Source: an optimization exercise on an open RTL-to-GDS flow (aim: small area, a short achievable clock period and few clock cycles). Production flows keep margins and buffers that such runs may drop.
Function was checked by simulation only, so behaviour that the tests miss may differ from the original.
Power figures rest on the tool's default switching activity, not on a simulated workload.

--- config.mk ---
export PLATFORM = sky130hd
export DESIGN_NAME = spindle
export DESIGN_NICKNAME = spindle
export VERILOG_FILES = /design/flow/design.v
export SDC_FILE = /design/flow/constraint.sdc
export NUM_CORES = 8
export LEC_CHECK = 0
export CAP_MARGIN = 20
export CORE_MARGIN = 2
export CORE_UTILIZATION = 40
export SLEW_MARGIN = 20
--- constraint.sdc ---
create_clock -name core_clock -period 20.0 [get_ports {clk}]
set_input_delay 4.0000 -clock core_clock [delete_from_list [all_inputs] [get_ports {clk}]]
set_output_delay 4.0000 -clock core_clock [all_outputs]
set_load 0.01 [all_outputs]
--- design.v ---
module spindle (
    input  wire        clk,
    input  wire        rst,           
    input  wire        start,         
    output wire        ready,         
    output reg         done,          
    output wire [9:0]  imem_addr,     
    input  wire [27:0] imem_rdata,    
    output reg         mem_req,
    output reg         mem_we,
    output reg  [1:0]  mem_space,     
    output reg  [13:0] mem_addr,
    output reg  [2:0]  mem_wstrb,     
    output wire [31:0] mem_wdata,
    input  wire        mem_ack,
    input  wire [31:0] mem_rdata,
    output reg         aux_valid,
    output reg  [3:0]  aux_code,
    output wire [3:0]  pred,
    output wire        flag_v,
    output wire        flag_dz
);
    localparam OP_NOP   = 6'h00, OP_MOV   = 6'h01, OP_MOVD  = 6'h02, OP_LDK   = 6'h03,
               OP_ADD   = 6'h04, OP_SUB   = 6'h05, OP_ADDS  = 6'h06, OP_SUBS  = 6'h07,
               OP_ADDI  = 6'h08, OP_NEG   = 6'h09, OP_MUL   = 6'h0A, OP_DIV   = 6'h0B,
               OP_ADDD  = 6'h0C, OP_SUBD  = 6'h0D, OP_ADDDS = 6'h0E, OP_SUBDS = 6'h0F,
               OP_NEGD  = 6'h10, OP_DIVD  = 6'h11, OP_MAC   = 6'h12, OP_MACD  = 6'h13,
               OP_LDA   = 6'h14, OP_CLRA  = 6'h15, OP_RNDC  = 6'h16,
               OP_SHL   = 6'h17, OP_SHR   = 6'h18, OP_SAR   = 6'h19, OP_SAL   = 6'h1A,
               OP_SHLD  = 6'h1B, OP_SHRD  = 6'h1C, OP_SARD  = 6'h1D, OP_SALD  = 6'h1E,
               OP_AND   = 6'h1F, OP_OR    = 6'h20, OP_XOR   = 6'h21,
               OP_CMP   = 6'h22, OP_CMPD  = 6'h23, OP_PLOG  = 6'h24, OP_TSTF  = 6'h25,
               OP_CLRF  = 6'h26,
               OP_LDL   = 6'h27, OP_STL   = 6'h28, OP_LDLD  = 6'h29, OP_STLD  = 6'h2A,
               OP_LDB   = 6'h2B, OP_STB   = 6'h2C, OP_LDBD  = 6'h2D, OP_STBD  = 6'h2E,
               OP_IN    = 6'h2F, OP_IND   = 6'h30, OP_OUT   = 6'h31, OP_OUTD  = 6'h32,
               OP_AUXRQ = 6'h37, OP_END   = 6'h3F;
    localparam M_INIT = 2'd0, M_IDLE = 2'd1, M_RUN = 2'd2;
    localparam R_SUM = 3'd0, R_IMM = 3'd1, R_MUL = 3'd2, R_SH = 3'd3, R_LOG = 3'd4,
               R_LD  = 3'd5, R_DSP = 3'd6;
    reg [13:0] w [0:15];
    reg [56:0] acc;          
    reg [3:0]  p;
    reg        v, dz;
    reg [1:0]  mode;
    reg [2:0]  icnt;         
    reg [9:0]  faddr;        
    reg        bv;           
    reg [9:0]  npc;          
    reg        dv;
    reg [27:0] ir_d;
    reg [2:0]  rd_pa, rd_pb;         
    reg        rd_ahi, rd_bhi;       
    reg        rd_adw, rd_bdw;       
    reg        ev;
    reg [27:0] ir;
    reg [27:0] XA, YB;               
    reg [3:0]  e_g;
    reg        e_bdw;
    reg        e_ys_b, e_ys_i, e_ys_w;    
    reg        e_invx, e_invy, e_cin, e_sat14, e_sat28, e_we_w, e_we_d;
    reg [2:0]  e_rsel;
    reg        e_rndc, e_div, e_divd, e_mac, e_macd, e_mul, e_load, e_store, e_lda;
    reg        e_two;                     
    reg        e_s2w;                     
    reg        e_frev, e_frev2, e_fil, e_fil2, e_fz14, e_foreg;
    reg [4:0]  e_off, e_off2;
    reg [2:0]  st;           
    reg        s2, s2_hi, s2_sat;    
    reg [27:0] sr, sq;       
    reg [4:0]  dk, dk1, dcnt;    
    reg        dqneg, daneg, dspec, dbz, dovf, dazero;
    reg [27:0] wdat;         
    assign ready     = (mode == M_IDLE);
    assign imem_addr = faddr;
    assign pred      = p;
    assign flag_v    = v;
    assign flag_dz   = dz;
    assign mem_wdata = {wdat[17:14], wdat};
    wire run  = (mode == M_RUN);
    wire init = (mode == M_INIT);
    wire [5:0] bop = imem_rdata[27:22];
    wire [3:0] bfd = imem_rdata[21:18];
    wire [3:0] bfA = imem_rdata[17:14];
    wire [3:0] bfB = imem_rdata[13:10];
    wire b_store = (bop == OP_STL) || (bop == OP_STLD) || (bop == OP_STB) || (bop == OP_STBD) ||
                   (bop == OP_OUT) || (bop == OP_OUTD);
    wire b_adw = (bop == OP_MOVD) || (bop >= OP_ADDD && bop <= OP_NEGD) || (bop == OP_DIVD) ||
                 (bop == OP_MACD) || (bop == OP_LDA) || (bop >= OP_SHLD && bop <= OP_SALD) ||
                 (bop == OP_CMPD);
    wire b_bdw = (bop >= OP_ADDD && bop <= OP_SUBDS) || (bop == OP_DIVD) || (bop == OP_CMPD) ||
                 (bop == OP_STLD) || (bop == OP_STBD) || (bop == OP_OUTD);
    wire [3:0] bfBs = b_store ? bfd : bfB;
    wire [5:0] dop  = ir_d[27:22];
    wire [5:0] dfx  = ir_d[5:0];
    wire d_form_i = (dop == OP_ADDI) || (dop >= OP_LDL && dop <= OP_STLD);
    wire d_form_l = (dop == OP_LDK)  || (dop >= OP_LDB && dop <= OP_OUTD);
    wire d_load   = (dop == OP_LDL) || (dop == OP_LDLD) || (dop == OP_LDB) || (dop == OP_LDBD) ||
                    (dop == OP_IN)  || (dop == OP_IND);
    wire d_store  = (dop == OP_STL) || (dop == OP_STLD) || (dop == OP_STB) || (dop == OP_STBD) ||
                    (dop == OP_OUT) || (dop == OP_OUTD);
    wire d_shl    = (dop == OP_SHL) || (dop == OP_SAL) || (dop == OP_SHLD) || (dop == OP_SALD);
    wire d_sh     = (dop >= OP_SHL && dop <= OP_SALD);
    wire [3:0] d_g = d_form_i ? ir_d[13:10] : (d_form_l ? ir_d[17:14] : ir_d[9:6]);
    reg       c_ys_b, c_ys_i, c_ys_w;
    reg       c_invx, c_invy, c_cin, c_sat14, c_sat28, c_we_w, c_we_d;
    reg [2:0] c_rsel;
    always @(*) begin
        c_ys_b = 1'b1; c_ys_i = 1'b0; c_ys_w = 1'b0;
        c_invx = 1'b0; c_invy = 1'b0; c_cin = 1'b0;
        c_sat14 = 1'b0; c_sat28 = 1'b0; c_we_w = 1'b0; c_we_d = 1'b0; c_rsel = R_SUM;
        case (dop)
            OP_MOV:           begin c_ys_b = 1'b0; c_we_w = 1'b1; end
            OP_MOVD:          begin c_ys_b = 1'b0; c_we_d = 1'b1; end
            OP_LDK:           begin c_rsel = R_IMM; c_we_w = 1'b1; end
            OP_ADD:           begin c_we_w = 1'b1; end
            OP_SUB:           begin c_invy = 1'b1; c_cin = 1'b1; c_we_w = 1'b1; end
            OP_ADDS:          begin c_sat14 = 1'b1; c_we_w = 1'b1; end
            OP_SUBS:          begin c_invy = 1'b1; c_cin = 1'b1; c_sat14 = 1'b1; c_we_w = 1'b1; end
            OP_ADDI:          begin c_ys_b = 1'b0; c_ys_i = 1'b1; c_we_w = 1'b1; end
            OP_NEG:           begin c_ys_b = 1'b0; c_invx = 1'b1; c_cin = 1'b1; c_sat14 = 1'b1; c_we_w = 1'b1; end
            OP_MUL:           begin c_rsel = R_MUL; c_we_d = 1'b1; end
            OP_ADDD:          begin c_we_d = 1'b1; end
            OP_SUBD:          begin c_invy = 1'b1; c_cin = 1'b1; c_we_d = 1'b1; end
            OP_ADDDS:         begin c_sat28 = 1'b1; c_we_d = 1'b1; end
            OP_SUBDS:         begin c_invy = 1'b1; c_cin = 1'b1; c_sat28 = 1'b1; c_we_d = 1'b1; end
            OP_NEGD:          begin c_ys_b = 1'b0; c_invx = 1'b1; c_cin = 1'b1; c_sat28 = 1'b1; c_we_d = 1'b1; end
            OP_RNDC:          begin c_ys_b = 1'b0; c_ys_w = 1'b1; c_sat28 = 1'b1; c_we_d = 1'b1; end
            OP_SHL, OP_SHR, OP_SAR, OP_SAL:      begin c_rsel = R_SH; c_we_w = 1'b1; end
            OP_SHLD, OP_SHRD, OP_SARD, OP_SALD:  begin c_rsel = R_SH; c_we_d = 1'b1; end
            OP_AND, OP_OR, OP_XOR:               begin c_rsel = R_LOG; c_we_w = 1'b1; end
            OP_CMP, OP_CMPD:  begin c_invy = 1'b1; c_cin = 1'b1; end
            OP_LDL, OP_STL, OP_LDLD, OP_STLD:    begin c_ys_b = 1'b0; c_ys_i = 1'b1; end
            OP_DIV, OP_DIVD:  begin c_ys_b = 1'b0; end
            default: ;
        endcase
        if (d_load) c_rsel = R_LD;
    end
    reg       c_frev, c_frev2, c_fil, c_fil2, c_fz14, c_foreg;
    reg [4:0] c_off, c_off2;
    always @(*) begin
        c_frev = 1'b0; c_frev2 = 1'b0; c_fil = 1'b0; c_fil2 = 1'b0; c_fz14 = 1'b0;
        c_foreg = 1'b0; c_off = dfx[4:0]; c_off2 = 5'd0;
        if (d_sh) begin
            c_foreg = !dfx[5];
            c_frev  = d_shl;
            c_fil   = (dop == OP_SAR) || (dop == OP_SARD);
            c_fz14  = (dop == OP_SHR);
        end
        if (dop == OP_LDA) begin
            c_frev = 1'b1;                            
            if (dfx[4:0] <= 5'd28) begin              
                c_fil2 = 1'b1;
                c_off2 = 5'd28 - dfx[4:0];
            end else begin                            
                c_frev2 = 1'b1;
                c_off2  = dfx[4:0] - 5'd28;
            end
        end
    end
    wire [5:0]  op    = ir[27:22];
    wire [3:0]  fd    = ir[21:18];
    wire [3:0]  fA    = ir[17:14];
    wire [3:0]  fB    = ir[13:10];
    wire [5:0]  fx    = ir[5:0];
    wire [9:0]  imm10 = ir[9:0];
    wire [13:0] imm14 = ir[13:0];
    wire is_end   = (op == OP_END);
    wire is_aux   = (op == OP_AUXRQ);
    wire is_mem   = e_load || e_store;
    function [4:0] lsc28;
        input [27:0] x;
        reg   [26:0] y;
        integer j;
        reg found;
        begin
            y = x[26:0] ^ {27{x[27]}};
            lsc28 = 5'd28;
            found = 1'b0;
            for (j = 26; j >= 0; j = j - 1) begin
                if (!found && y[j]) begin
                    lsc28 = 5'd27 - j[4:0];
                    found = 1'b1;
                end
            end
        end
    endfunction
    wire guard = (e_g == 4'h0) || (e_g[3] && (p[e_g[1:0]] ^ e_g[2]));
    wire [13:0] wA = XA[13:0];
    wire [13:0] wB = YB[13:0];
    wire [4:0]  ra = lsc28(XA);
    wire [4:0]  rb = lsc28(YB);
    wire a_zero = (ra == 5'd28) && !XA[27];
    wire       f_rev  = st[0] ? e_frev2 : e_frev;
    wire [4:0] f_off  = e_div ? dk1 : (st[0] ? e_off2 : (e_foreg ? YB[4:0] : e_off));
    wire [27:0] f_x   = e_div ? sq : XA;
    wire       f_fill = (st[0] ? e_fil2 : e_fil) && XA[27];
    wire [27:0] f_xr  = {e_fz14 ? 14'd0 : f_x[27:14], f_x[13:0]};
    reg  [27:0] f_xrev;
    integer k;
    always @(*) for (k = 0; k < 28; k = k + 1) f_xrev[k] = f_x[27 - k];
    wire [58:0] f_in  = e_rndc ? {{3{acc[55]}}, acc[55:0]} :
                        f_rev  ? {31'd0, f_xrev} :
                                 {{31{f_fill}}, f_xr};
    wire [58:0] f_sh  = f_in >> f_off;
    wire [27:0] win   = f_sh[27:0];
    reg  [27:0] win_rev;
    always @(*) for (k = 0; k < 28; k = k + 1) win_rev[k] = win[27 - k];
    wire [27:0] f_out = f_rev ? win_rev : win;
    wire [4:0]  s_imm = fx[4:0];
    wire [29:0] acc_lo_or;       
    genvar gi;
    generate
        for (gi = 0; gi < 30; gi = gi + 1) begin : g_or
            if (gi == 0) begin : g0
                assign acc_lo_or[0] = acc[0];
            end else begin : gn
                assign acc_lo_or[gi] = acc_lo_or[gi-1] | acc[gi];
            end
        end
    endgenerate
    wire [55:27] acc_top_eq;     
    generate
        for (gi = 55; gi >= 27; gi = gi - 1) begin : g_eq
            if (gi == 55) begin : g55
                assign acc_top_eq[55] = 1'b1;
            end else begin : gn
                assign acc_top_eq[gi] = acc_top_eq[gi+1] & (acc[gi] == acc[55]);
            end
        end
    endgenerate
    wire [31:0] fits_s, up_s;
    generate
        for (gi = 0; gi < 32; gi = gi + 1) begin : g_rs
            if (gi + 27 >= 55) begin : gf1
                assign fits_s[gi] = 1'b1;
            end else begin : gf0
                assign fits_s[gi] = acc_top_eq[gi + 27];
            end
            if (gi == 0) begin : gu0
                assign up_s[gi] = 1'b0;
            end else if (gi == 1) begin : gu1
                assign up_s[gi] = acc[0] && acc[1];
            end else begin : gun
                assign up_s[gi] = acc[gi - 1] && (acc_lo_or[gi - 2] || acc[gi]);
            end
        end
    endgenerate
    wire        r_fits = fits_s[s_imm];
    wire        r_up   = up_s[s_imm];
    wire        qbit = sq[dk];
    wire [27:0] qmask;
    generate
        for (gi = 0; gi < 28; gi = gi + 1) begin : g_m
            assign qmask[gi] = (gi <= dk);
        end
    endgenerate
    wire        d_st2 = e_div && (st == 3'd2);
    wire        d_st3 = e_div && (st == 3'd3);
    wire        d_st4 = e_div && (st == 3'd4);
    wire [27:0] ax = d_st2 ? {sr[26:0], qbit} : ((d_st3 || d_st4 || e_rndc) ? 28'd0 : XA);
    wire [27:0] ay = (YB  & {28{e_ys_b || d_st2}}) |
                     ({{18{imm10[9]}}, imm10} & {28{e_ys_i}}) |
                     (win & {28{e_ys_w}}) |
                     ((sq & qmask) & {28{d_st3}}) |
                     (sr & {28{d_st4}});
    reg invx, invy, cin;
    always @(*) begin
        invx = e_invx; invy = e_invy; cin = e_cin;
        if (e_rndc) cin = r_up;
        if (e_div) begin
            case (st)
                3'd0:    begin invx = XA[27]; cin = XA[27]; end      
                3'd2:    begin invy = !YB[27]; cin = !YB[27]; end    
                3'd3:    begin invy = dqneg; cin = dqneg; end        
                3'd4:    begin invy = daneg; cin = daneg; end        
                default: ;
            endcase
        end
    end
    wire [27:0] axi = ax ^ {28{invx}};
    wire [27:0] ayi = ay ^ {28{invy}};
    wire [28:0] asum = {1'b0, axi} + {1'b0, ayi} + {28'd0, cin};
    wire [27:0] sum  = asum[27:0];
    wire        cout = asum[28];
    wire        ovf28 = (axi[27] == ayi[27]) && (sum[27] != axi[27]);
    wire        ovf14 = (sum[14] != sum[13]);
    wire        s_eq  = (XA == YB);
    wire        s_lts = axi[27] ^ ayi[27] ^ cout;
    wire        s_ltu = !cout;
    reg         m_lo, m_hi;      
    wire [13:0] m_x14 = m_hi ? XA[27:14] : XA[13:0];
    wire [14:0] m_x   = {m_lo ? 1'b0 : m_x14[13], m_x14};
    wire signed [28:0] prod = $signed(m_x) * $signed(wB);
    wire [41:0] pm   = s2_hi ? {sq[27:0], 14'd0} : {{14{sq[27]}}, sq};
    wire [57:0] msum = {acc[56], acc} + {{16{pm[41]}}, pm};
    wire        movf = s2_sat && (msum[57:55] != 3'b000) && (msum[57:55] != 3'b111);
    wire [56:0] mval = movf ? (msum[57] ? {2'b11, 55'd0} : {2'b00, {55{1'b1}}}) : msum[56:0];
    reg rel_r;
    always @(*) begin
        case (fx[2:0])
            3'd0: rel_r = s_eq;
            3'd1: rel_r = !s_eq;
            3'd2: rel_r = s_lts;
            3'd3: rel_r = !s_lts;
            3'd4: rel_r = !s_lts && !s_eq;
            3'd5: rel_r = s_lts || s_eq;
            3'd6: rel_r = s_ltu;
            default: rel_r = !s_ltu;
        endcase
    end
    wire pa_b = p[fA[1:0]];
    wire pb_b = p[fB[1:0]];
    reg  plog_r;
    always @(*) begin
        case (fx[2:0])
            3'd0: plog_r = pa_b & pb_b;
            3'd1: plog_r = pa_b | pb_b;
            3'd2: plog_r = pa_b ^ pb_b;
            3'd3: plog_r = pa_b & ~pb_b;
            3'd4: plog_r = ~pa_b;
            3'd5: plog_r = 1'b0;
            3'd6: plog_r = 1'b1;
            default: plog_r = pa_b;
        endcase
    end
    wire       d_aneg = XA[27];
    wire       d_bneg = YB[27];
    wire       d_bz   = (YB == 28'd0);
    wire       d_ovf  = e_divd ? (XA == 28'h8000000 && YB == 28'hFFFFFFF)
                               : (XA[13:0] == 14'h2000 && YB[13:0] == 14'h3FFF);
    wire [6:0] d_k    = {2'b00, rb} - {2'b00, ra} + {6'd0, d_aneg};    
    wire       d_early = d_k[6];                                        
    wire [4:0] d_kc   = (d_k[5:0] > 6'd27) ? 5'd27 : d_k[4:0];
    wire memstall = mem_req && !mem_ack;
    reg        e_done;        
    reg        done_next;     
    always @(*) begin
        e_done = 1'b1;
        done_next = 1'b1;
        if (e_two) begin
            e_done = (st != 3'd0);
        end else if (e_s2w) begin
            e_done = !s2;
        end else if (e_div) begin
            case (st)
                3'd0:    e_done = !guard;
                3'd1:    e_done = dspec;
                3'd4:    e_done = 1'b1;
                default: e_done = 1'b0;
            endcase
            done_next = (st == 3'd0) || (st == 3'd3);
        end
    end
    wire e_go     = run && ev && !memstall;          
    wire commit   = e_go && e_done;
    wire step     = e_go && !e_done;                 
    wire a_exec   = e_go && guard;
    wire exec     = commit && guard;
    wire e_accept = run && (!ev || commit);
    wire d_move   = e_accept && dv;
    wire d_free   = !dv || d_move;
    wire take     = run && d_free && bv;
    wire s2_next  = a_exec && e_mac;
    wire d_single = !(d_load || dop == OP_LDA || dop == OP_MACD || dop == OP_MUL ||
                      dop == OP_DIV || dop == OP_DIVD ||
                      (s2_next && (dop == OP_RNDC || dop == OP_TSTF)));
    wire ev_n     = e_accept ? dv : ev;
    wire e_fin_n  = e_accept ? d_single : done_next;    
    wire dv_n     = take || (dv && !d_move);
    wire pt       = !dv_n || !ev_n || e_fin_n;
    wire [9:0] npc1   = npc + 10'd1;
    wire [9:0] npc2   = npc + 10'd2;
    wire       eq0    = (faddr == npc);
    wire       eq1    = (faddr == npc1);
    wire       bv_n   = take ? eq1 : eq0;
    wire [9:0] fa_n   = take ? ((eq1 && pt) ? npc2 : npc1) : ((eq0 && pt) ? npc1 : npc);
    reg [2:0] rsel;
    reg       we_w, we_d;        
    reg [3:0] widx;
    always @(*) begin
        rsel = e_rsel; we_w = e_we_w; we_d = e_we_d; widx = fd;
        if (e_mul) we_d = (st != 3'd0);
        if (e_load) begin
            we_w = (st != 3'd0) && mem_req && (op == OP_LDL || op == OP_LDB || op == OP_IN);
            we_d = (st != 3'd0) && mem_req && (op == OP_LDLD || op == OP_LDBD || op == OP_IND);
        end
        if (e_div) begin
            case (st)
                3'd1: begin rsel = R_DSP; we_d = dspec; end
                3'd3: begin we_w = !e_divd; we_d = e_divd; widx = {fd[2:0], 1'b0}; end
                3'd4: begin we_w = !e_divd; widx = {fd[2:0], 1'b1}; end
                default: ;
            endcase
        end
    end
    wire        r_sign  = e_rndc ? (r_fits ? axi[27] : acc[55]) : (e_sat14 ? sum[14] : axi[27]);
    wire        sat_on  = (e_sat14 && ovf14) || (e_sat28 && (ovf28 || (e_rndc && !r_fits)));
    wire [27:0] satv    = e_sat14 ? {14'd0, r_sign ? 14'h2000 : 14'h1FFF}
                                  : (r_sign ? 28'h8000000 : 28'h7FFFFFF);
    wire [27:0] sumres  = sat_on ? satv : sum;
    wire [4:0] s_reg = fx[5] ? fx[4:0] : wB[4:0];
    wire sal14_ovf = !a_zero && ({1'b0, s_reg} + 6'd14 >= {1'b0, ra});
    wire sal28_ovf = !a_zero && (s_reg >= ra);
    wire lda_ovf   = !a_zero && ({1'b0, s_imm} >= {1'b0, ra} + 6'd28);
    reg [13:0] logres;
    always @(*) begin
        case (op)
            OP_AND:  logres = wA & wB;
            OP_OR:   logres = wA | wB;
            default: logres = wA ^ wB;
        endcase
    end
    wire        in_p1 = (op == OP_IN) && (imm14[13:12] == 2'b01);
    wire        in_p2 = (op == OP_IN) && (imm14[13:12] == 2'b10);
    wire [27:0] ldres = {mem_rdata[27:14],
                         in_p1 ? mem_rdata[27:14] : (in_p2 ? {10'd0, mem_rdata[31:28]} : mem_rdata[13:0])};
    wire [13:0] dsp_q14 = dbz ? (dazero ? 14'd0 : (daneg ? 14'h2000 : 14'h1FFF))
                              : (dovf ? 14'h1FFF : 14'd0);
    wire [27:0] dsp_q28 = dbz ? (dazero ? 28'd0 : (daneg ? 28'h8000000 : 28'h7FFFFFF))
                              : (dovf ? 28'h7FFFFFF : 28'd0);
    wire [27:0] dspres  = e_divd ? dsp_q28 : {(dovf && !dbz) ? 14'd0 : XA[13:0], dsp_q14};
    reg [27:0] res;
    always @(*) begin
        case (rsel)
            R_IMM:   res = {14'd0, imm14};
            R_MUL:   res = sq;
            R_SH:    res = f_out;
            R_LOG:   res = {14'd0, logres};
            R_LD:    res = ldres;
            R_DSP:   res = dspres;
            default: res = sumres;
        endcase
    end
    reg vset;
    always @(*) begin
        vset = 1'b0;
        case (op)
            OP_ADDS, OP_SUBS, OP_NEG, OP_ADDDS, OP_SUBDS, OP_NEGD, OP_RNDC: vset = sat_on;
            OP_SAL:  vset = sal14_ovf;
            OP_SALD: vset = sal28_ovf;
            OP_LDA:  vset = (st == 3'd0) && lda_ovf;
            OP_DIV, OP_DIVD: vset = (st == 3'd1) && dspec && !dbz && dovf;
            default: ;
        endcase
    end
    wire issue = a_exec && (st == 3'd0) && is_mem;
    reg        q_we;
    reg [1:0]  q_space;
    reg [13:0] q_addr;
    reg [2:0]  q_strb;
    always @(*) begin
        q_we    = e_store;
        q_space = 2'd0;
        q_addr  = {5'd0, sum[8:0]};
        q_strb  = 3'b001;
        case (op)
            OP_STLD:                  q_strb = 3'b011;
            OP_LDB, OP_LDBD, OP_STB:  begin q_space = 2'd1; q_addr = imm14; end
            OP_STBD:                  begin q_space = 2'd1; q_addr = imm14; q_strb = 3'b011; end
            OP_IN, OP_IND:            begin q_space = 2'd2; q_addr = {2'd0, imm14[11:0]}; end
            OP_OUT:                   begin q_space = 2'd3; q_addr = {2'd0, imm14[11:0]};
                                            q_strb = (imm14[13:12] == 2'b00) ? 3'b001 :
                                                     (imm14[13:12] == 2'b01) ? 3'b010 : 3'b100; end
            OP_OUTD:                  begin q_space = 2'd3; q_addr = {2'd0, imm14[11:0]}; q_strb = 3'b011; end
            default: ;
        endcase
    end
    wire [27:0] wres  = init ? 28'd0 : res;
    wire [13:0] wodd  = (we_d || init) ? wres[27:14] : wres[13:0];
    wire        wr_en = a_exec && (e_done || d_st3);
    wire        wr_w  = wr_en && we_w;
    wire        wr_d  = wr_en && we_d;
    integer i;
    always @(posedge clk) begin
        for (i = 0; i < 16; i = i + 1) begin
            if ((init && icnt == i[3:1]) ||
                (wr_w && widx == i[3:0]) ||
                (wr_d && fd[2:0] == i[3:1]))
                w[i] <= i[0] ? wodd : wres[13:0];
        end
    end
    wire fa_el  = (wr_w && widx == {rd_pa, 1'b0}) || (wr_d && fd[2:0] == rd_pa);   
    wire fa_ow  = (wr_w && widx == {rd_pa, 1'b1});                                  
    wire fa_od  = (wr_d && fd[2:0] == rd_pa);                                       
    wire fb_el  = (wr_w && widx == {rd_pb, 1'b0}) || (wr_d && fd[2:0] == rd_pb);
    wire fb_ow  = (wr_w && widx == {rd_pb, 1'b1});
    wire fb_od  = (wr_d && fd[2:0] == rd_pb);
    wire [13:0] ra_lo = fa_el ? res[13:0] : w[{rd_pa, 1'b0}];
    wire [13:0] ra_hi = fa_ow ? res[13:0] : (fa_od ? res[27:14] : w[{rd_pa, 1'b1}]);
    wire [13:0] rb_lo = fb_el ? res[13:0] : w[{rd_pb, 1'b0}];
    wire [13:0] rb_hi = fb_ow ? res[13:0] : (fb_od ? res[27:14] : w[{rd_pb, 1'b1}]);
    wire [13:0] rwa   = (rd_adw || !rd_ahi) ? ra_lo : ra_hi;
    wire [13:0] rwb   = (rd_bdw || !rd_bhi) ? rb_lo : rb_hi;
    wire [27:0] XA_n  = {rd_adw ? ra_hi : {14{rwa[13]}}, rwa};
    wire [27:0] YB_n  = {rd_bdw ? rb_hi : {14{rwb[13]}}, rwb};
    always @(posedge clk) begin
        if (take) begin
            ir_d   <= imem_rdata;
            rd_pa  <= b_adw ? bfA[2:0] : bfA[3:1];
            rd_pb  <= b_bdw ? bfBs[2:0] : bfBs[3:1];
            rd_ahi <= bfA[0];
            rd_bhi <= bfBs[0];
            rd_adw <= b_adw;
            rd_bdw <= b_bdw;
        end
        if (d_move) begin
            ir      <= ir_d;
            XA      <= XA_n;
            YB      <= YB_n;
            e_g     <= d_g;
            e_bdw   <= rd_bdw;
            e_ys_b  <= c_ys_b;
            e_ys_i  <= c_ys_i;
            e_ys_w  <= c_ys_w;
            e_invx  <= c_invx;
            e_invy  <= c_invy;
            e_cin   <= c_cin;
            e_sat14 <= c_sat14;
            e_sat28 <= c_sat28;
            e_we_w  <= c_we_w;
            e_we_d  <= c_we_d;
            e_rsel  <= c_rsel;
            e_rndc  <= (dop == OP_RNDC);
            e_div   <= (dop == OP_DIV) || (dop == OP_DIVD);
            e_divd  <= (dop == OP_DIVD);
            e_mac   <= (dop == OP_MAC) || (dop == OP_MACD);
            e_macd  <= (dop == OP_MACD);
            e_mul   <= (dop == OP_MUL);
            e_load  <= d_load;
            e_store <= d_store;
            e_lda   <= (dop == OP_LDA);
            e_two   <= d_load || (dop == OP_LDA) || (dop == OP_MACD) || (dop == OP_MUL);
            e_s2w   <= (dop == OP_RNDC) || (dop == OP_TSTF);
            e_frev  <= c_frev;
            e_frev2 <= c_frev2;
            e_fil   <= c_fil;
            e_fil2  <= c_fil2;
            e_fz14  <= c_fz14;
            e_foreg <= c_foreg;
            e_off   <= c_off;
            e_off2  <= c_off2;
        end
        if (d_move) begin
            m_lo <= (dop == OP_MACD);
            m_hi <= 1'b0;
        end else if (step && m_lo) begin
            m_lo <= 1'b0;
            m_hi <= 1'b1;
        end
    end
    always @(posedge clk) begin
        if (rst) begin
            mode      <= M_INIT;
            icnt      <= 3'd0;
            faddr     <= 10'd0;
            bv        <= 1'b0;
            npc       <= 10'd0;
            dv        <= 1'b0;
            ev        <= 1'b0;
            st        <= 3'd0;
            s2        <= 1'b0;
            p         <= 4'd0;
            done      <= 1'b0;
            mem_req   <= 1'b0;
            aux_valid <= 1'b0;
        end else begin
            done      <= 1'b0;
            aux_valid <= 1'b0;
            s2        <= s2_next;
            if (init) begin
                icnt <= icnt + 3'd1;
                if (icnt == 3'd7) mode <= M_IDLE;
            end
            if (mode == M_IDLE && start) begin
                mode  <= M_RUN;
                npc   <= 10'd0;
                dv    <= 1'b0;
                ev    <= 1'b0;
                bv    <= 1'b1;
                faddr <= 10'd1;
            end
            if (run) begin
                bv    <= bv_n;
                npc   <= take ? npc1 : npc;
                faddr <= fa_n;
                dv    <= dv_n;
                ev    <= ev_n;
                if (e_accept) st <= 3'd0;
                if (commit && is_end) begin
                    done  <= 1'b1;
                    mode  <= M_IDLE;
                    dv    <= 1'b0;
                    ev    <= 1'b0;
                    faddr <= 10'd0;
                end
            end
            if (step) begin
                if (e_two) st <= 3'd1;
                if (e_div) begin
                    case (st)
                        3'd0: st <= 3'd1;
                        3'd1: st <= 3'd2;
                        3'd2: if (dcnt == 5'd0) st <= 3'd3;
                        3'd3: st <= 3'd4;
                        default: ;
                    endcase
                end
            end
            if (mem_req && mem_ack) mem_req <= 1'b0;
            if (issue) mem_req <= 1'b1;
            if (exec) begin
                case (op)
                    OP_CMP, OP_CMPD: p[fd[1:0]] <= rel_r;
                    OP_PLOG:         p[fd[1:0]] <= plog_r;
                    OP_TSTF:         p[fd[1:0]] <= fx[0] ? dz : v;
                    default: ;
                endcase
            end
            if (exec && is_aux) aux_valid <= 1'b1;
        end
    end
    always @(posedge clk) begin
        if (issue) begin
            mem_we    <= q_we;
            mem_space <= q_space;
            mem_addr  <= q_addr;
            mem_wstrb <= q_strb;
            wdat      <= {e_bdw ? YB[27:14] : wB, wB};
        end
        if (exec && is_aux) aux_code <= fx[3:0];
    end
    wire clr_v  = exec && (op == OP_CLRF) && fx[0];
    wire clr_dz = exec && (op == OP_CLRF) && fx[1];
    always @(posedge clk) begin
        if (mode == M_IDLE && start) begin
            v  <= 1'b0;
            dz <= 1'b0;
        end else if (run) begin
            v  <= !clr_v && (v || (s2 && movf) ||
                   (a_exec && vset && (e_done || (e_lda && st == 3'd0))));
            dz <= !clr_dz && (dz || (a_exec && e_div && st == 3'd1 && dspec && dbz));
        end
    end
    always @(posedge clk) begin
        if (init) begin
            acc <= 57'd0;
        end else begin
            if (s2) acc <= mval;
            if (a_exec) begin
                if (op == OP_CLRA) acc <= 57'd0;
                if (e_lda) begin
                    if (st == 3'd0) acc[27:0] <= f_out;
                    else if (lda_ovf) acc <= XA[27] ? {2'b11, 55'd0} : {2'b00, {55{1'b1}}};
                    else acc[56:28] <= {f_out[27], f_out};
                end
                if (e_divd && st == 3'd1 && dspec)
                    acc <= (dovf && !dbz) ? 57'd0 : {{29{XA[27]}}, XA};
                if (e_divd && st == 3'd4)
                    acc <= {{29{sum[27]}}, sum};
            end
        end
    end
    always @(posedge clk) begin
        if (a_exec && (e_mac || (e_mul && st == 3'd0))) begin
            sq     <= prod[27:0];
            s2_hi  <= m_hi;
            s2_sat <= !m_lo;
        end
        if (a_exec && e_div) begin
            case (st)
                3'd0: begin
                    sq     <= sum;
                    dk     <= d_kc;
                    dk1    <= d_kc + 5'd1;
                    dcnt   <= d_kc;
                    dqneg  <= d_aneg ^ d_bneg;
                    daneg  <= d_aneg;
                    dspec  <= d_bz || d_ovf || d_early;
                    dbz    <= d_bz;
                    dovf   <= d_ovf;
                    dazero <= a_zero;
                end
                3'd1: sr <= win;
                3'd2: begin
                    sr   <= cout ? sum : ax;
                    sq   <= {sq[26:0], cout};
                    dcnt <= dcnt - 5'd1;
                end
                default: ;
            endcase
        end
    end
endmodule
--- flow/run.sh ---
#!/bin/bash
set -euo pipefail
bash standard.sh SETUP_SLACK_MARGIN=13 finish 2>&1 | tee flow_make.log
--- standard.sh ---
#!/bin/bash
# synth_recipe.tcl (not shown) runs the flow's synth.tcl, then flattens the netlist and writes it again
# the make line also repeats each setting of config.mk as NAME=value (left out here)
make -C /OpenROAD-flow-scripts/flow DESIGN_CONFIG=/design/flow/config.mk WORK_HOME=/design/flow/orfs CLKGATE_MAP_FILE= SYNTH_SCRIPT=/design/flow/synth_recipe.tcl "${@:-finish}"
==> results of run 1 <==
## cells in the final DEF, fill, tap and decap left out, drive strengths merged, types with 57 or more instances in the layout
master	count
nor2	570
nand3	156
xor2	108
o21ai	433
a31oi	70
a221oi	107
xnor2	136
buf	459
dfxtp	140
a22oi	89
nand2b	76
o211ai	110
a211oi	105
fa	206
a21o	72
nor3	155
clkbuf	99
ha	236
mux4	63
inv	348
mux2	106
o221ai	57
nor2b	72
a21oi	517
edfxtp	486
clkdlybuf4s50	139
mux2i	254
nand2	700
## critical path, delay by kind of cell, from the launching register on
family	cells	cell delay (ns)
AOI/OAI and AO/OA	13	3.46
buffers and inverters	6	1.25
and+or+nand+nor	5	0.83
muxes	2	0.76
adders and majority gates	1	0.44
DFF	1	0.36
xor gates and xnor gates	1	0.13
## final cells by class
class | instances | area (sq um) | share of cell area (%)
Clock buffer | 88 | 1968 | 2.823
Tap cell | 1917 | 2399 | 3.440
Antenna cell | 50 | 125.1 | 0.1795
Timing Repair Buffer | 613 | 5771 | 8.277
Clock inverter | 55 | 844.6 | 1.211
Sequential cell | 626 | 17410 | 24.98
Inverter | 361 | 1405 | 2.015
Timing Repair inverter | 2 | 12.51 | 0.01795
Multi-Input combinational cell | 5210 | 39780 | 57.06
## what timing repair did
action                     4_1_cts  5_1_grt
gates cloned                    15        5
resized for setup              381      161
pin swaps                      108       83
setup endpoints to repair      393      475
buffers inserted               127       68
hold buffers                     0        0
## state kept, by name, indices dropped and copies added (netlist names), 10 cells and up, named ones only
signal	flops
XA	28
YB	28
acc	57
faddr	10
ir	26
ir_d	28
mem_addr	14
npc	10
sq	28
sr	28
w	224
wdat	28
## through the flow
step | cell area [sq um] | setup slack, ns
3_3_place_gp | 62210 | 10.63
5_1_grt | 69610 | 12.32
2_1_floorplan | 58270 | 13.02
6_report | 69720 | 12.38
3_5_place_dp | 62230 | 10.57
4_1_cts | 68110 | 12.59
## kinds of logic after synthesis
group / Yosys count / share of synthesized area (%)
AO/OA/AOI/OAI: 2085 / 23.98
XOR/XNOR: 244 / 3.670
adder cells (fa/ha/maj): 442 / 12.15
buffers and inverters: 867 / 5.819
flip-flops: 626 / 29.88
multiplexers: 419 / 8.802
AND/OR/NAND/NOR: 2012 / 15.70
## routing by layer
layer	routed length (um)	up-vias	global-route usage, %
li1	-	25330	-
met1	116000	30080	50.37
met2	126200	4633	56.54
met3	41060	1185	15.40
met4	24130	22	26.04
met5	526	-	0.1949
## worst paths after layout
path / slack [ns] / endpoint / cells after the start
worst max-delay path: 12.38 / XA[15] / 28
worst max register to register: 12.38 / XA[15] / 28
worst min register to register: 0.40 / e_we_w / 0
worst min-delay path: 0.40 / e_we_w / 0
## power by group
part	switching [mW]	internal [mW]	total (mW)
registers	0.0167	1.43	1.45
clock network	0.658	0.931	1.59
logic	0.0819	0.0456	0.128
==> impl_metrics.toml, run 1 <==
[status]
status = "complete, no violations"

[die]
die_area_sq_um = 148600
fp.coreArea_sq_um = 145000
ios = 140
die_h_um = 385.5
die_w_um = 385.5
start_util_pct = 40.15
placementRows = 140

[critical_path]
crit_top_cell = "o211ai_1"
worstSetupPathType = "reg -> reg"
critPathMaxFanout = 49
critPathArrivalTime_ns = 8.06
endpoint_kind = "flip-flop"
r2r-start = "YB[2]"
startpoint = "YB[2]"
worst_setup_path_start_kind = "flip-flop"
crit_required_ns = 20.44
crit_slowest_cell = "ha_1"
cp_slowest_stage_delay_ns = 0.44

[synthesis]
yosys_warnings = 2
ys.flop_type = "edfxtp_1"
postSynthAreaPerCell_sq_um = 8.697
synth_top_area_share_pct = 25.06
yosysMostFrequentCell = "nand2_1"
synth_area_sq_um = 58230
seq_area_frac_synth_pct = 29.88
mappedNetlistNets = 7201
synthArstFlopShare_pct = 0
yosysUniqueCellTypes = 97
synth_edf_count = 486
synth_area_leaders = "edfxtp_1 25%, fa_1 7.1%, ha_1 5.1%"
yosys.area.top_type = "edfxtp_1"
ys_ff_latch = 626
synthTopCellsByCount = "699 x nand2_1, 567 x nor2_1, 517 x a21oi_1"
synthCells = 6695

[route]
vias_per_cell = 6.865
first_iter_violations = 9635
wl_per_cell_um = 34.51
first_pass_iters = 9
ant_nets = 0
via_count = 61250
wl_um = 307900
drc = 0

[finish]
nets = 7397
stdcell_count = 8922
drive_above_1_share_pct = 16.55
fill_cells = 13820
post-route-util_pct = 48.07
area_growth_pct = 19.73

[placement]
dp_hpwl_um = 222500
numPortBuffers = 139
dp.cells = 8508
gp_congestion = 1.067

[clock_network]
cts.reportedPaths.clkPinSlew_ns = 0.06
clock_path_buffers = 3
htreeDepth = 3
cts_root_buffer = "clkbuf_16"
cts_buffers = 77
cts_tree = "yes"
cts_sinks = 626
clk_latency_ns = 0.72

[min_path]
hold_path.class = "reg -> reg"
hp-start = "c_we_w"

[grt]
antenna_found_initial = 35
grt_max_degree = 76
grt_usage_pct = 39.93
gr-total-overflow = 0
grt_pass1_wl_um = 424300
first_global_vias = 56260

[sta]
rsz0062_at_grt = "true"
fmax_mhz = 131.3
slew_headroom_pct = 5.578
timing.final.crit_share_pct = 38.08
slew_viol_final = 0
skew_ns = 0.04923
finalSetupViolations = 0
worstMarginPinSlew_ns = 1.416
holdWs_ns = 0.4007
hold_viol = 0
finalSetupTns_ns = 0
finalCriticalPeriod_ns = 7.617

[power]
p_leak_nw = 26.67
irDropWorstVdd_mv = 0.07818
power.density_nw_per_um2 = 45.40
power_mw = 3.165

[job]
maxCapViolations = 0
Testbench counts, summed over its fixed seeds: cycles 37,780.
==> run 2: changes to the inputs <==
--- a/design.v
+++ b/design.v
@@ -62,5 +62,6 @@
     reg [2:0]  e_rsel;
-    reg        e_rndc, e_div, e_divd, e_mac, e_macd, e_mul, e_load, e_store, e_lda;
+    reg        e_rndc, e_div, e_divd, e_mac, e_macd, e_mul, e_load, e_lda;
     reg        e_two;                     
     reg        e_s2w;                     
+    reg        rup_r, rfit_r, rsgn_r;     
     reg        e_frev, e_frev2, e_fil, e_fil2, e_fz14, e_foreg;
@@ -70,6 +71,6 @@
     reg [27:0] sr, sq;       
-    reg [4:0]  dk, dk1, dcnt;    
+    reg [4:0]  dk, dcnt;     
     reg        dqneg, daneg, dspec, dbz, dovf, dazero;
-    reg [27:0] wdat;         
-    assign ready     = (mode == M_IDLE);
+    reg        rdy;
+    assign ready     = rdy;
     assign imem_addr = faddr;
@@ -78,3 +79,4 @@
     assign flag_dz   = dz;
-    assign mem_wdata = {wdat[17:14], wdat};
+    wire [13:0] wd_hi = e_bdw ? YB[27:14] : YB[13:0];
+    assign mem_wdata = {wd_hi[3:0], wd_hi, YB[13:0]};
     wire run  = (mode == M_RUN);
@@ -169,3 +171,2 @@
     wire is_aux   = (op == OP_AUXRQ);
-    wire is_mem   = e_load || e_store;
     function [4:0] lsc28;
@@ -193,6 +194,6 @@
     wire a_zero = (ra == 5'd28) && !XA[27];
-    wire       f_rev  = st[0] ? e_frev2 : e_frev;
-    wire [4:0] f_off  = e_div ? dk1 : (st[0] ? e_off2 : (e_foreg ? YB[4:0] : e_off));
+    wire       f_rev  = e_frev;
+    wire [4:0] f_off  = e_foreg ? YB[4:0] : e_off;
     wire [27:0] f_x   = e_div ? sq : XA;
-    wire       f_fill = (st[0] ? e_fil2 : e_fil) && XA[27];
+    wire       f_fill = e_fil && XA[27];
     wire [27:0] f_xr  = {e_fz14 ? 14'd0 : f_x[27:14], f_x[13:0]};
@@ -261,7 +262,7 @@
     wire [27:0] ax = d_st2 ? {sr[26:0], qbit} : ((d_st3 || d_st4 || e_rndc) ? 28'd0 : XA);
+    wire        ys_sr = e_ys_w || d_st4;
     wire [27:0] ay = (YB  & {28{e_ys_b || d_st2}}) |
                      ({{18{imm10[9]}}, imm10} & {28{e_ys_i}}) |
-                     (win & {28{e_ys_w}}) |
                      ((sq & qmask) & {28{d_st3}}) |
-                     (sr & {28{d_st4}});
+                     (sr & {28{ys_sr}});
     reg invx, invy, cin;
@@ -269,3 +270,3 @@
         invx = e_invx; invy = e_invy; cin = e_cin;
-        if (e_rndc) cin = r_up;
+        if (e_rndc) cin = rup_r;
         if (e_div) begin
@@ -293,3 +294,33 @@
     wire [14:0] m_x   = {m_lo ? 1'b0 : m_x14[13], m_x14};
-    wire signed [28:0] prod = $signed(m_x) * $signed(wB);
+    wire [16:0] bm1 = {{2{m_x[14]}}, m_x};       
+    wire [16:0] bm2 = {m_x[14], m_x, 1'b0};      
+    wire [14:0] by  = {wB, 1'b0};                
+    reg  [28:0] pp [0:7];
+    reg  [16:0] b_sel;
+    reg         b_one, b_two, b_neg;
+    integer bi;
+    always @(*) begin
+        pp[7] = 29'h0AAB0000;                     
+        for (bi = 0; bi < 7; bi = bi + 1) begin
+            b_neg = by[2*bi+2];
+            b_one = by[2*bi+1] ^ by[2*bi];
+            b_two = (by[2*bi+2] & ~by[2*bi+1] & ~by[2*bi]) | (~by[2*bi+2] & by[2*bi+1] & by[2*bi]);
+            b_sel = (b_one ? bm1 : (b_two ? bm2 : 17'd0)) ^ {17{b_neg}};
+            pp[bi] = {12'd0, ~b_sel[16], b_sel[15:0]} << (2*bi);
+            pp[7][2*bi] = b_neg;
+        end
+    end
+    function [57:0] csa;         
+        input [28:0] a, b, c;
+        begin
+            csa = {((a & b) | (a & c) | (b & c)) << 1, a ^ b ^ c};
+        end
+    endfunction
+    wire [57:0] t1a = csa(pp[0], pp[1], pp[2]);
+    wire [57:0] t1b = csa(pp[3], pp[4], pp[5]);
+    wire [57:0] t2a = csa(t1a[28:0], t1a[57:29], t1b[28:0]);
+    wire [57:0] t2b = csa(t1b[57:29], pp[6], pp[7]);
+    wire [57:0] t3  = csa(t2a[28:0], t2a[57:29], t2b[28:0]);
+    wire [57:0] t4  = csa(t3[28:0], t3[57:29], t2b[57:29]);
+    wire [28:0] prod = t4[28:0] + t4[57:29];
     wire [41:0] pm   = s2_hi ? {sq[27:0], 14'd0} : {{14{sq[27]}}, sq};
@@ -342,2 +373,5 @@
             e_done = (st != 3'd0);
+        end else if (e_rndc) begin
+            e_done = (st != 3'd0);
+            done_next = (st != 3'd0) || !s2;
         end else if (e_s2w) begin
@@ -360,3 +394,12 @@
     wire e_accept = run && (!ev || commit);
-    wire d_move   = e_accept && dv;
+    wire e_pw     = (op == OP_CMP) || (op == OP_CMPD) || (op == OP_PLOG) || (op == OP_TSTF);
+    wire d_mem    = d_load || d_store;
+    wire d_ldl    = (dop >= OP_LDL && dop <= OP_STLD);
+    wire d_afwd   = rd_ahi ? (fa_ow || fa_od) : fa_el;
+    wire d_guard  = (d_g == 4'h0) || (d_g[3] && (p[d_g[1:0]] ^ d_g[2]));
+    wire d_mem_ok = !memstall && !(ev && is_end) && ((d_g == 4'h0) || !(ev && e_pw)) &&
+                    !(d_ldl && d_afwd);
+    wire d_move   = e_accept && dv && (!d_mem || d_mem_ok);
+    wire issue_d  = d_move && d_mem && d_guard;
+    wire d_fin    = run && dv && (dop == OP_END) && e_accept && !(a_exec && e_mac);
     wire d_free   = !dv || d_move;
@@ -364,6 +407,6 @@
     wire s2_next  = a_exec && e_mac;
-    wire d_single = !(d_load || dop == OP_LDA || dop == OP_MACD || dop == OP_MUL ||
+    wire d_single = !(dop == OP_LDA || dop == OP_MACD || dop == OP_MUL ||
                       dop == OP_DIV || dop == OP_DIVD ||
-                      (s2_next && (dop == OP_RNDC || dop == OP_TSTF)));
-    wire ev_n     = e_accept ? dv : ev;
+                      dop == OP_RNDC || (s2_next && dop == OP_TSTF));
+    wire ev_n     = e_accept ? d_move : ev;
     wire e_fin_n  = e_accept ? d_single : done_next;    
@@ -384,4 +427,4 @@
         if (e_load) begin
-            we_w = (st != 3'd0) && mem_req && (op == OP_LDL || op == OP_LDB || op == OP_IN);
-            we_d = (st != 3'd0) && mem_req && (op == OP_LDLD || op == OP_LDBD || op == OP_IND);
+            we_w = mem_req && (op == OP_LDL || op == OP_LDB || op == OP_IN);
+            we_d = mem_req && (op == OP_LDLD || op == OP_LDBD || op == OP_IND);
         end
@@ -396,4 +439,4 @@
     end
-    wire        r_sign  = e_rndc ? (r_fits ? axi[27] : acc[55]) : (e_sat14 ? sum[14] : axi[27]);
-    wire        sat_on  = (e_sat14 && ovf14) || (e_sat28 && (ovf28 || (e_rndc && !r_fits)));
+    wire        r_sign  = e_rndc ? (rfit_r ? axi[27] : rsgn_r) : (e_sat14 ? sum[14] : axi[27]);
+    wire        sat_on  = (e_sat14 && ovf14) || (e_sat28 && (ovf28 || (e_rndc && !rfit_r)));
     wire [27:0] satv    = e_sat14 ? {14'd0, r_sign ? 14'h2000 : 14'h1FFF}
@@ -446,24 +489,2 @@
     end
-    wire issue = a_exec && (st == 3'd0) && is_mem;
-    reg        q_we;
-    reg [1:0]  q_space;
-    reg [13:0] q_addr;
-    reg [2:0]  q_strb;
-    always @(*) begin
-        q_we    = e_store;
-        q_space = 2'd0;
-        q_addr  = {5'd0, sum[8:0]};
-        q_strb  = 3'b001;
-        case (op)
-            OP_STLD:                  q_strb = 3'b011;
-            OP_LDB, OP_LDBD, OP_STB:  begin q_space = 2'd1; q_addr = imm14; end
-            OP_STBD:                  begin q_space = 2'd1; q_addr = imm14; q_strb = 3'b011; end
-            OP_IN, OP_IND:            begin q_space = 2'd2; q_addr = {2'd0, imm14[11:0]}; end
-            OP_OUT:                   begin q_space = 2'd3; q_addr = {2'd0, imm14[11:0]};
-                                            q_strb = (imm14[13:12] == 2'b00) ? 3'b001 :
-                                                     (imm14[13:12] == 2'b01) ? 3'b010 : 3'b100; end
-            OP_OUTD:                  begin q_space = 2'd3; q_addr = {2'd0, imm14[11:0]}; q_strb = 3'b011; end
-            default: ;
-        endcase
-    end
     wire [27:0] wres  = init ? 28'd0 : res;
@@ -530,6 +551,5 @@
             e_load  <= d_load;
-            e_store <= d_store;
             e_lda   <= (dop == OP_LDA);
-            e_two   <= d_load || (dop == OP_LDA) || (dop == OP_MACD) || (dop == OP_MUL);
-            e_s2w   <= (dop == OP_RNDC) || (dop == OP_TSTF);
+            e_two   <= (dop == OP_LDA) || (dop == OP_MACD) || (dop == OP_MUL);
+            e_s2w   <= (dop == OP_TSTF);
             e_frev  <= c_frev;
@@ -542,2 +562,7 @@
             e_off2  <= c_off2;
+        end else if (step && st == 3'd0 && (e_lda || e_div)) begin
+            e_frev  <= e_frev2;
+            e_fil   <= e_fil2;
+            e_foreg <= 1'b0;
+            e_off   <= e_div ? d_kc + 5'd1 : e_off2;
         end
@@ -554,2 +579,3 @@
             mode      <= M_INIT;
+            rdy       <= 1'b0;
             icnt      <= 3'd0;
@@ -572,3 +598,6 @@
                 icnt <= icnt + 3'd1;
-                if (icnt == 3'd7) mode <= M_IDLE;
+                if (icnt == 3'd7) begin
+                    mode <= M_IDLE;
+                    rdy  <= 1'b1;
+                end
             end
@@ -576,2 +605,3 @@
                 mode  <= M_RUN;
+                rdy   <= 1'b0;
                 npc   <= 10'd0;
@@ -589,5 +619,6 @@
                 if (e_accept) st <= 3'd0;
-                if (commit && is_end) begin
+                if ((commit && is_end) || d_fin) begin
                     done  <= 1'b1;
                     mode  <= M_IDLE;
+                    rdy   <= 1'b1;
                     dv    <= 1'b0;
@@ -598,3 +629,3 @@
             if (step) begin
-                if (e_two) st <= 3'd1;
+                if (e_two || (e_rndc && !s2)) st <= 3'd1;
                 if (e_div) begin
@@ -610,3 +641,3 @@
             if (mem_req && mem_ack) mem_req <= 1'b0;
-            if (issue) mem_req <= 1'b1;
+            if (issue_d) mem_req <= 1'b1;
             if (exec) begin
@@ -623,8 +654,7 @@
     always @(posedge clk) begin
-        if (issue) begin
-            mem_we    <= q_we;
-            mem_space <= q_space;
-            mem_addr  <= q_addr;
-            mem_wstrb <= q_strb;
-            wdat      <= {e_bdw ? YB[27:14] : wB, wB};
+        if (issue_d) begin
+            mem_we    <= d_store;
+            mem_space <= dq_space;
+            mem_addr  <= dq_addr;
+            mem_wstrb <= dq_strb;
         end
@@ -632,2 +662,22 @@
     end
+    wire [13:0] dl_wa = rd_ahi ? w[{rd_pa, 1'b1}] : w[{rd_pa, 1'b0}];
+    reg  [1:0]  dq_space;
+    reg  [13:0] dq_addr;
+    reg  [2:0]  dq_strb;
+    always @(*) begin
+        dq_space = 2'd0;
+        dq_addr  = {5'd0, dl_wa[8:0] + ir_d[8:0]};
+        dq_strb  = 3'b001;
+        case (dop)
+            OP_STLD:                  dq_strb = 3'b011;
+            OP_LDB, OP_LDBD, OP_STB:  begin dq_space = 2'd1; dq_addr = ir_d[13:0]; end
+            OP_STBD:                  begin dq_space = 2'd1; dq_addr = ir_d[13:0]; dq_strb = 3'b011; end
+            OP_IN, OP_IND:            begin dq_space = 2'd2; dq_addr = {2'd0, ir_d[11:0]}; end
+            OP_OUT:                   begin dq_space = 2'd3; dq_addr = {2'd0, ir_d[11:0]};
+                                            dq_strb = (ir_d[13:12] == 2'b00) ? 3'b001 :
+                                                      (ir_d[13:12] == 2'b01) ? 3'b010 : 3'b100; end
+            OP_OUTD:                  begin dq_space = 2'd3; dq_addr = {2'd0, ir_d[11:0]}; dq_strb = 3'b011; end
+            default: ;
+        endcase
+    end
     wire clr_v  = exec && (op == OP_CLRF) && fx[0];
@@ -669,2 +719,8 @@
         end
+        if (a_exec && e_rndc && st == 3'd0 && !s2) begin
+            sr     <= win;
+            rup_r  <= r_up;
+            rfit_r <= r_fits;
+            rsgn_r <= acc[55];
+        end
         if (a_exec && e_div) begin
@@ -674,3 +730,2 @@
                     dk     <= d_kc;
-                    dk1    <= d_kc + 5'd1;
                     dcnt   <= d_kc;
==> flow/run.sh (replaced) <==
#!/bin/bash
set -euo pipefail
bash standard.sh SETUP_SLACK_MARGIN=14 finish 2>&1 | tee flow_make.log
--- a/config.mk
+++ b/config.mk
@@ -9,3 +9,3 @@
 export CORE_MARGIN = 2
-export CORE_UTILIZATION = 40
+export CORE_UTILIZATION = 65
 export SLEW_MARGIN = 20
==> run 2 against run 1 <==
Against the previous run: the run now fails in global routing (5_1_grt); area after synthesis shrank 1.0%; synthesized cell count increased by 2.3%.
==> impl_metrics.toml, run 2 <==
[die]
start_util_pct = 65.41
die_h_um = 301.8
die_w_um = 301.8
ios = 140
placementRows = 109

[clock_network]
cts_buffers = 61
cts_root_buffer = "clkbuf_16"
cts_sinks = 601
htreeDepth = 2
clock_path_buffers = 3

[placement]
postPlaceCellArea_sq_um = 59990
numPortBuffers = 139
dp_hpwl_um = 199900
gp_congestion = 1.175

[synthesis]
mappedNetlistNets = 7233
seq_area_frac_synth_pct = 28.38
yosysMostFrequentCell = "a21oi_1"
yosys_warnings = 3
ys.flop_type = "edfxtp_1"
synth_top_area_share_pct = 22.51
yosysUniqueCellTypes = 122
postSynthAreaPerCell_sq_um = 8.415
synthCells = 6849
synthTopCellsByCount = "668 x a21oi_1, 614 x nand2_1, 554 x nor2_1"
yosys.area.top_type = "edfxtp_1"
synth_area_leaders = "edfxtp_1 23%, dfxtp_1 5.9%, a21oi_1 5.8%"
synthArstFlopShare_pct = 0
ys_ff_latch = 601
synth_edf_count = 432
synth_area_sq_um = 57630

[status]
tool.error = "[ERROR GRT-0232] Routing congestion too high. Check the congestion heatmap in the GUI."
stop_stage = "global routing (5_1_grt)"
status = "aborted with a tool error"

[grt]
grt_max_degree = 84
grt_usage_pct = 85.76
gr-total-overflow = 576
run 2: cell types whose count changed after synthesis, moves of 47 or more:
| cell | delta |
|---|---|
| mux2i_1 | -55 |
| a21oi_1 | +151 |
| edfxtp_1 | -54 |
| inv_1 | -103 |
| fa_1 | -130 |
| o22ai_1 | +65 |
| clkbuf_1 | +66 |
| mux4_2 | +47 |
| nand2_1 | -85 |
| o21ai_0 | +97 |
run 2: cell families after synthesis:
| family | share of synthesized area (%) |
|---|---|
| buf+inv | 6.266 |
| xor+xnor | 4.164 |
| compound gates | 27.71 |
| mux | 9.987 |
| simple gates | 15.56 |
| fa+ha+maj | 7.937 |
| flops | 28.38 |
run 2: stage by stage:
step           power [mW]  setup WS [ns]  instances  hold slack, ns
3_3_place_gp        1.488          11.49       7739          0.3918
3_5_place_dp        1.496          11.48       7739          0.3921
4_1_cts             2.722          13.73       8144          0.4081
2_1_floorplan       1.445          12.47       6849          0.3855
run 2: how the worst min path moves through the flow:
| stage | start | cells past startpoint | end | slack [ns] |
|---|---|---|---|---|
| 4_1_cts | c_we_d | 0 | e_we_d | 0.41 |
| 3_3_place_gp | c_we_d | 0 | e_we_d | 0.39 |
| 2_1_floorplan | c_cin | 0 | e_cin | 0.39 |
| 3_5_place_dp | c_we_d | 0 | e_we_d | 0.39 |
run 2: routing by layer:
layer,GRT overflow,track usage [%]
met1,58,86.53
met2,279,96.38
met3,74,76.72
met4,162,83.39
met5,3,51.92
run 2: timing repair:
action | 4_1_cts
endpoints found under the setup margin | 900
gates resized for setup | 588
pin swaps | 109
hold buffers | 0
gates cloned | 38
setup buffers | 253
hold endpoints to repair | 0
run 2: power by group through the flow:
stage | clock network [mW] | logic (mW) | registers (mW)
detailed placement | 0 | 0.101 | 1.40
floorplan | 0 | 0.0562 | 1.39
global placement | 0 | 0.0972 | 1.39
CTS | 1.24 | 0.110 | 1.37
Testbench counts of run 2, summed over its fixed seeds: cycles 36,297.

-- separate check: timing with driven ports --
No port has a modelled driver above. Below, the same layout with a new extraction and two added sets of constraints.
Step 1 assumes that a clkbuf_16 drives the clock port and a buf_2 every other input.
Step 2 adds t to the input delays and takes it off the output delays; t is the mean of the earliest and latest rising clock arrival at the registers after step 1. Input paths then give back, and output paths get back, about the clock's delay inside the block.
Three values: no drivers, after step 1, after step 2; two values: the first two.
run: run 1
t (ns): 0.784
slack for setup (ns): 12.383 / 12.383 / 12.078
clock arrival spread, ns: 0.049 / 0.049
pins driven straight from the clock port: 1
After both steps run 1 still meets setup and hold. The setup slack of run 1 moves by 0.000 ns with the drivers and by -0.305 ns with both steps.
